Context: an optimization exercise on an open-source flow, tuned for small area, a short achievable clock period and few clock cycles per item. The choices shown serve that exercise and are no tape-out recipe.
At most, simulation tests tie the RTL to the original design; equivalence was not proved.

// sht_codegen
module sht_codegen (
  input  wire         clk,
  input  wire         rst,           
  input  wire [127:0] key,           
  input  wire         req_valid,
  output wire         req_ready,
  input  wire         req_fixed,     
  input  wire [31:0]  req_frame,     
  input  wire [31:0]  req_salt,      
  input  wire [5:0]   req_addr,      
  input  wire [23:0]  req_train,     
  input  wire [5:0]   req_pulses,    
  input  wire [4:0]   req_window,    
  output wire         off_valid,
  input  wire         off_ready,
  output wire [9:0]   off_data,      
  output wire         off_last,      
  output reg  [15:0]  keychk,
  output reg          keychk_valid
);
  reg         b_valid;
  reg  [93:0] base;          
  reg  [1:0]  b_lastblk;     
  reg  [2:0]  b_lastcnt;     
  reg  [4:0]  b_win;
  reg         b_fixed;
  reg  [1:0]  jblk;          
  reg  [1:0]   ini;          
  reg  [4:0]   c;            
  reg  [127:0] s;            
  reg  [287:0] x;            
  reg  [127:0] rk;           
  reg  [71:0]  w;            
  reg  [127:0] rk1;          
  reg          go_q;         
  ...
==> flow/config.mk <==
export PLATFORM = sky130hd
export DESIGN_NAME = sht_codegen
export DESIGN_NICKNAME = sht_codegen
export VERILOG_FILES = /design/flow/design.v
export SDC_FILE = /design/flow/constraint.sdc
export NUM_CORES = 4
export LEC_CHECK = 0
export ABC_AREA = 1
export CAP_MARGIN = 20
export CELL_PAD_IN_SITES_DETAIL_PLACEMENT = 2
export CELL_PAD_IN_SITES_GLOBAL_PLACEMENT = 2
export CORE_MARGIN = 2
export CORE_UTILIZATION = 30
export PLACE_DENSITY = 0.5
export SETUP_SLACK_MARGIN = 5
export SLEW_MARGIN = 20
==> flow/constraint.sdc <==
create_clock -name core_clock -period 12.0 [get_ports {clk}]
set_input_delay 2.4000 -clock core_clock [delete_from_list [all_inputs] [get_ports {clk}]]
set_output_delay 2.4000 -clock core_clock [all_outputs]
set_load 0.01 [all_outputs]
standard.sh (not shown) runs the stock make flow with config.mk's settings and CLKGATE_MAP_FILE= SYNTH_SCRIPT=/design/flow/synth_recipe.tcl, a recipe that flattens the netlist after the stock synthesis.
==> flow/flow/run.sh <==
#!/bin/bash
# Own layout flow: the standard flow (standard.sh), except that the
# synthesis maps the combinational logic with an area-oriented ABC script
# (flow/abc.script) that keeps the XOR gates of the AES datapath as XOR
# cells. Registers are mapped before ABC runs, so they are the standard
# synthesis's. Each step's output goes to a log file in this folder.
set -euo pipefail
W=$(pwd)
export FLOW_ABC_SCRIPT="$W/flow/abc.script"
export FLOW_REF_SYNTH="$W/synth_recipe.tcl"
bash standard.sh SYNTH_SCRIPT="$W/flow/synth_abc.tcl" synth > "$W/synth.log" 2>&1
bash standard.sh SETUP_SLACK_MARGIN=7 finish > "$W/layout.log" 2>&1
==> flow/flow/abc.script <==
strash
&get -n
&dch -f
&nf
&put
==> flow/flow/synth_abc.tcl <==
# The standard flow's synthesis script (synth_recipe.tcl), with ABC's mapping script
# replaced by flow/abc.script. Everything else, flip-flop mapping included,
# is unchanged.
proc abc {args} {
  set i [lsearch -exact $args -script]
  if { $i >= 0 } {
    lset args [expr { $i + 1 }] $::env(FLOW_ABC_SCRIPT)
  }
  yosys abc {*}$args
}
source $::env(FLOW_REF_SYNTH)
The starting point went through all stages and came out clean.
==> next run, changes <==
--- a/flow/flow/run.sh
+++ b/flow/flow/run.sh
@@ -11,2 +11,2 @@
 bash standard.sh SYNTH_SCRIPT="$W/flow/synth_abc.tcl" synth > "$W/synth.log" 2>&1
-bash standard.sh SETUP_SLACK_MARGIN=7 finish > "$W/layout.log" 2>&1
+bash standard.sh finish > "$W/layout.log" 2>&1
The changed run completed with no timing, DRC or antenna violations.
Die area is unchanged.
Final area hardly moves.
Synthesized cell count does not change.
Function was not checked in any run of this note: the RTL went through the layout flow alone.

---

Another version of the RTL of sht_codegen (not shown whole).
Size: about 1200 flip-flops, ~270 I/O pins, about 70000 um^2 of cells after synthesis.
Design sht_codegen, start of the top module:
module sht_codegen (
  input  wire         clk,
  input  wire         rst,           
  input  wire [127:0] key,           
  input  wire         req_valid,
  output wire         req_ready,
  input  wire         req_fixed,     
  input  wire [31:0]  req_frame,     
  input  wire [31:0]  req_salt,      
  input  wire [5:0]   req_addr,      
  input  wire [23:0]  req_train,     
  input  wire [5:0]   req_pulses,    
  input  wire [4:0]   req_window,    
  output wire         off_valid,
  input  wire         off_ready,
  output wire [9:0]   off_data,      
  output wire         off_last,      
  output reg  [15:0]  keychk,
  output reg          keychk_valid
);
Settings: LEC_CHECK=0, CAP_MARGIN=20, CELL_PAD_IN_SITES_DETAIL_PLACEMENT=2, CELL_PAD_IN_SITES_GLOBAL_PLACEMENT=2, CORE_MARGIN=2, CORE_UTILIZATION=30, CTS_CLUSTER_DIAMETER=200, CTS_CLUSTER_SIZE=20, PLACE_DENSITY=0.5, SETUP_SLACK_MARGIN=5, SLEW_MARGIN=20; clock period 12.0 ns.
==> flow/flow/run.sh <==
#!/bin/bash
set -euo pipefail
W=$(pwd)
export FLOW_ABC_SCRIPT="$W/flow/abc.script"
export FLOW_REF_SYNTH="$W/synth_recipe.tcl"
bash standard.sh SYNTH_SCRIPT="$W/flow/synth_abc.tcl" synth > "$W/synth.log" 2>&1
bash standard.sh SETUP_SLACK_MARGIN=8.3 finish > "$W/layout.log" 2>&1
Scripts as last shown in full above: flow/flow/abc.script, flow/flow/synth_abc.tcl
The starting point completed without violations.
Testbench counts at the start, summed over its fixed seeds: cycles 37,634, items 25,639.
Edit:
--- a/flow/flow/run.sh
+++ b/flow/flow/run.sh
@@ -7 +7 @@
-bash standard.sh SETUP_SLACK_MARGIN=8.3 finish > "$W/layout.log" 2>&1
+bash standard.sh SETUP_SLACK_MARGIN=8.45 finish > "$W/layout.log" 2>&1
Outcome: The changed run completed without violations. Synthesized cell count is unchanged. Sequential share of layout area drops by 1.8 points. Routed wire length climbs by 1.9%. Global-route usage stays flat. Area after synthesis stays the same. Die area stays the same. First-iteration DRC count climbs by 5.1%. Clock-buffer cell count climbs by 1.
Edit:
--- a/flow/flow/run.sh
+++ b/flow/flow/run.sh
@@ -7 +7 @@
-bash standard.sh SETUP_SLACK_MARGIN=8.45 finish > "$W/layout.log" 2>&1
+bash standard.sh SETUP_SLACK_MARGIN=8.35 finish > "$W/layout.log" 2>&1
Outcome: Setup slack is better by 0.11 ns. Die area does not change. Global-route usage stays flat. Sequential share of layout area increases by 1.3 points. Register-to-register slack is worse by 0.06 ns. Clock-buffer cell count decreases by 1.
Edit:
--- a/flow/flow/run.sh
+++ b/flow/flow/run.sh
@@ -7 +7 @@
-bash standard.sh SETUP_SLACK_MARGIN=8.35 finish > "$W/layout.log" 2>&1
+bash standard.sh SETUP_SLACK_MARGIN=8.25 finish > "$W/layout.log" 2>&1
Outcome:
- The new run finished with timing, DRC and antenna clean
- wire length came out lower slightly
- clock skew came out lower by 0.015 ns
- final area came out lower by a few percent
- worst setup slack got worse by 0.16 ns
- global-route usage came out lower by 0.36 points
- die area is unchanged
- synthesized area is unchanged
Edit:
--- a/flow/flow/run.sh
+++ b/flow/flow/run.sh
@@ -7 +7 @@
-bash standard.sh SETUP_SLACK_MARGIN=8.25 finish > "$W/layout.log" 2>&1
+bash standard.sh SETUP_SLACK_MARGIN=8.35 finish > "$W/layout.log" 2>&1
- critical path depth is lower by 3
- clock-buffer cell count drops by 1
Edit:
==> flow/flow/abc.script (replaced) <==
strash
dc2
&get -n
&dch -f
&nf
&put
After rerunning: Final area drops by 0.57%. Cell count climbs by 1.3%. Via count climbs by 1.3%. Clock-buffer cell count climbs by 7. Global-route usage climbs by 0.22 points. Worst hold slack stays flat. Synthesized area drops by 1.7%. Sequential share of layout area climbs by 0.22 points. Maximum frequency drops by 9.0%. Non-clock buffer count climbs by 50. Worst setup slack gets worse by 0.37 ns.

---

Setup of build 7:
Starting RTL as in the previous note.
export LEC_CHECK = 0
export CAP_MARGIN = 20
export CELL_PAD_IN_SITES_DETAIL_PLACEMENT = 2
export CELL_PAD_IN_SITES_GLOBAL_PLACEMENT = 2
export CORE_MARGIN = 2
export CORE_UTILIZATION = 30
export CTS_CLUSTER_DIAMETER = 200
export CTS_CLUSTER_SIZE = 20
export PLACE_DENSITY = 0.5
export SETUP_SLACK_MARGIN = 5
export SLEW_MARGIN = 20
create_clock -name core_clock -period 12.0 [get_ports {clk}]
==> flow/flow/run.sh <==
#!/bin/bash
set -euo pipefail
W=$(pwd)
export FLOW_ABC_SCRIPT="$W/flow/abc.script"
export FLOW_REF_SYNTH="$W/synth_recipe.tcl"
bash standard.sh SYNTH_SCRIPT="$W/flow/synth_abc.tcl" synth > "$W/synth.log" 2>&1
bash standard.sh SETUP_SLACK_MARGIN=8.15 finish > "$W/layout.log" 2>&1
==> flow/flow/abc.script <==
strash
&get -n
&dch -f
&nf
&put
Scripts as last shown in full above: flow/flow/synth_abc.tcl
Build 7 reached the end of the flow, and the finished layout is clean on the timing, DRC and antenna checks.
Testbench counts of build 7, summed over its fixed seeds: cycles 37,634, items 25,639.
> inputs changed (build 7 -> build 42)
-- flow/flow/run.sh --
<<< build 7, line 7
bash standard.sh SETUP_SLACK_MARGIN=8.15 finish > "$W/layout.log" 2>&1
>>> build 42, line 7
bash standard.sh SETUP_SLACK_MARGIN=8.5 finish > "$W/layout.log" 2>&1
Notes after the runs:
Build 42 finished all stages; the layout is clean. The core of build 42 is more densely filled than that of build 7. Build 42 and build 7 ended up with roughly the same number of instances in the synthesized netlist. For build 7, the end point of the critical path was rk[16], unlike build 42, where it was keychk[1]. Comparing build 42 against build 7, there is no change at all in final hold violation count.
## Diff of input files: build 76 against build 42
-- flow/flow/run.sh --
<<< build 42, line 7
bash standard.sh SETUP_SLACK_MARGIN=8.5 finish > "$W/layout.log" 2>&1
>>> build 76, line 7
bash standard.sh SETUP_SLACK_MARGIN=8.35 finish > "$W/layout.log" 2>&1
-- flow/flow/abc.script --
<<< build 42, line 6
>>> build 76, line 6
strash
&get -n
&dch -f
&nf
&put
[summary]
- Both conditions hold for build 76: the flow ran to the end and the final layout passed the timing, DRC and antenna checks.
- Compared with build 42, in build 76 total of flip-flops plus latches after synthesis stayed essentially flat; share of layout cells above drive strength 1 -7.1 points.
- Comparing build 76 with build 42, the register area came out essentially unchanged.
Here is what was changed in the inputs of build 84 compared with build 76.
Settings: setting CTS_BUF_LIST to sky130_fd_sc_hd__clkbuf_4 sky130_fd_sc_hd__clkbuf_8 sky130_fd_sc_hd__clkbuf_16 for the first time.
==> flow/flow/abc.script <==
strash
&get -n
&dch -f
&nf
&put
==> comparison <==
Build 76 → build 84: peak clock frequency supported by timing +6.1%; clock period minus worst slack -220 ps.
Setup WNS build 76 -> build 84: better

## static timing again, ports no longer ideal
The flow's constraints put no driver on any port. The routed layouts listed below were extracted and timed again, unchanged, in two steps. Step 1, drivers: a clkbuf_16 drives clk and a buf_2 each remaining input, both assumed. Step 2, shift: input delay + t, output delay - t, t = (earliest + latest rising clock arrival at the registers) / 2. This alone moves slack from input paths to output paths. a / b / c = no drivers / after step 1 / after step 2; a / b = the first two.
run	t (ns)	setup slack, ns	worst setup path at the end	pins driven straight from the clock port
the first run of note 1	0.909	7.162 / 7.162 / 6.340	input to register	1
the second run of note 1	0.895	6.892 / 6.892 / 6.554	input to register	1
the first run of note 2	0.810	8.181 / 8.199 / 7.429	input to register	1
the second run of note 2	0.793	8.186 / 8.097 / 7.705	input to register	1
the third run of note 2	0.810	8.292 / 8.201 / 7.569	input to register	1
the fourth run of note 2	0.820	8.134 / 8.201 / 7.381	input to register	1
the fifth run of note 2	0.810	8.292 / 8.201 / 7.569	input to register	1
the sixth run of note 2	0.809	7.923 / 7.923 / 7.563	input to register	1
build 7	0.807	8.117 / 8.099 / 7.372	input to register	1
build 42	0.804	8.157 / 8.069 / 7.702	input to register	1
build 76	0.816	8.065 / 7.977 / 7.537	input to register	1
build 84	0.810	8.290 / 8.200 / 7.552	input to register	1
After both steps setup and hold are still met in every run listed. The setup slack of the first run of note 1, which loses most, moves by 0.000 ns with the drivers and by -0.822 ns with both steps.
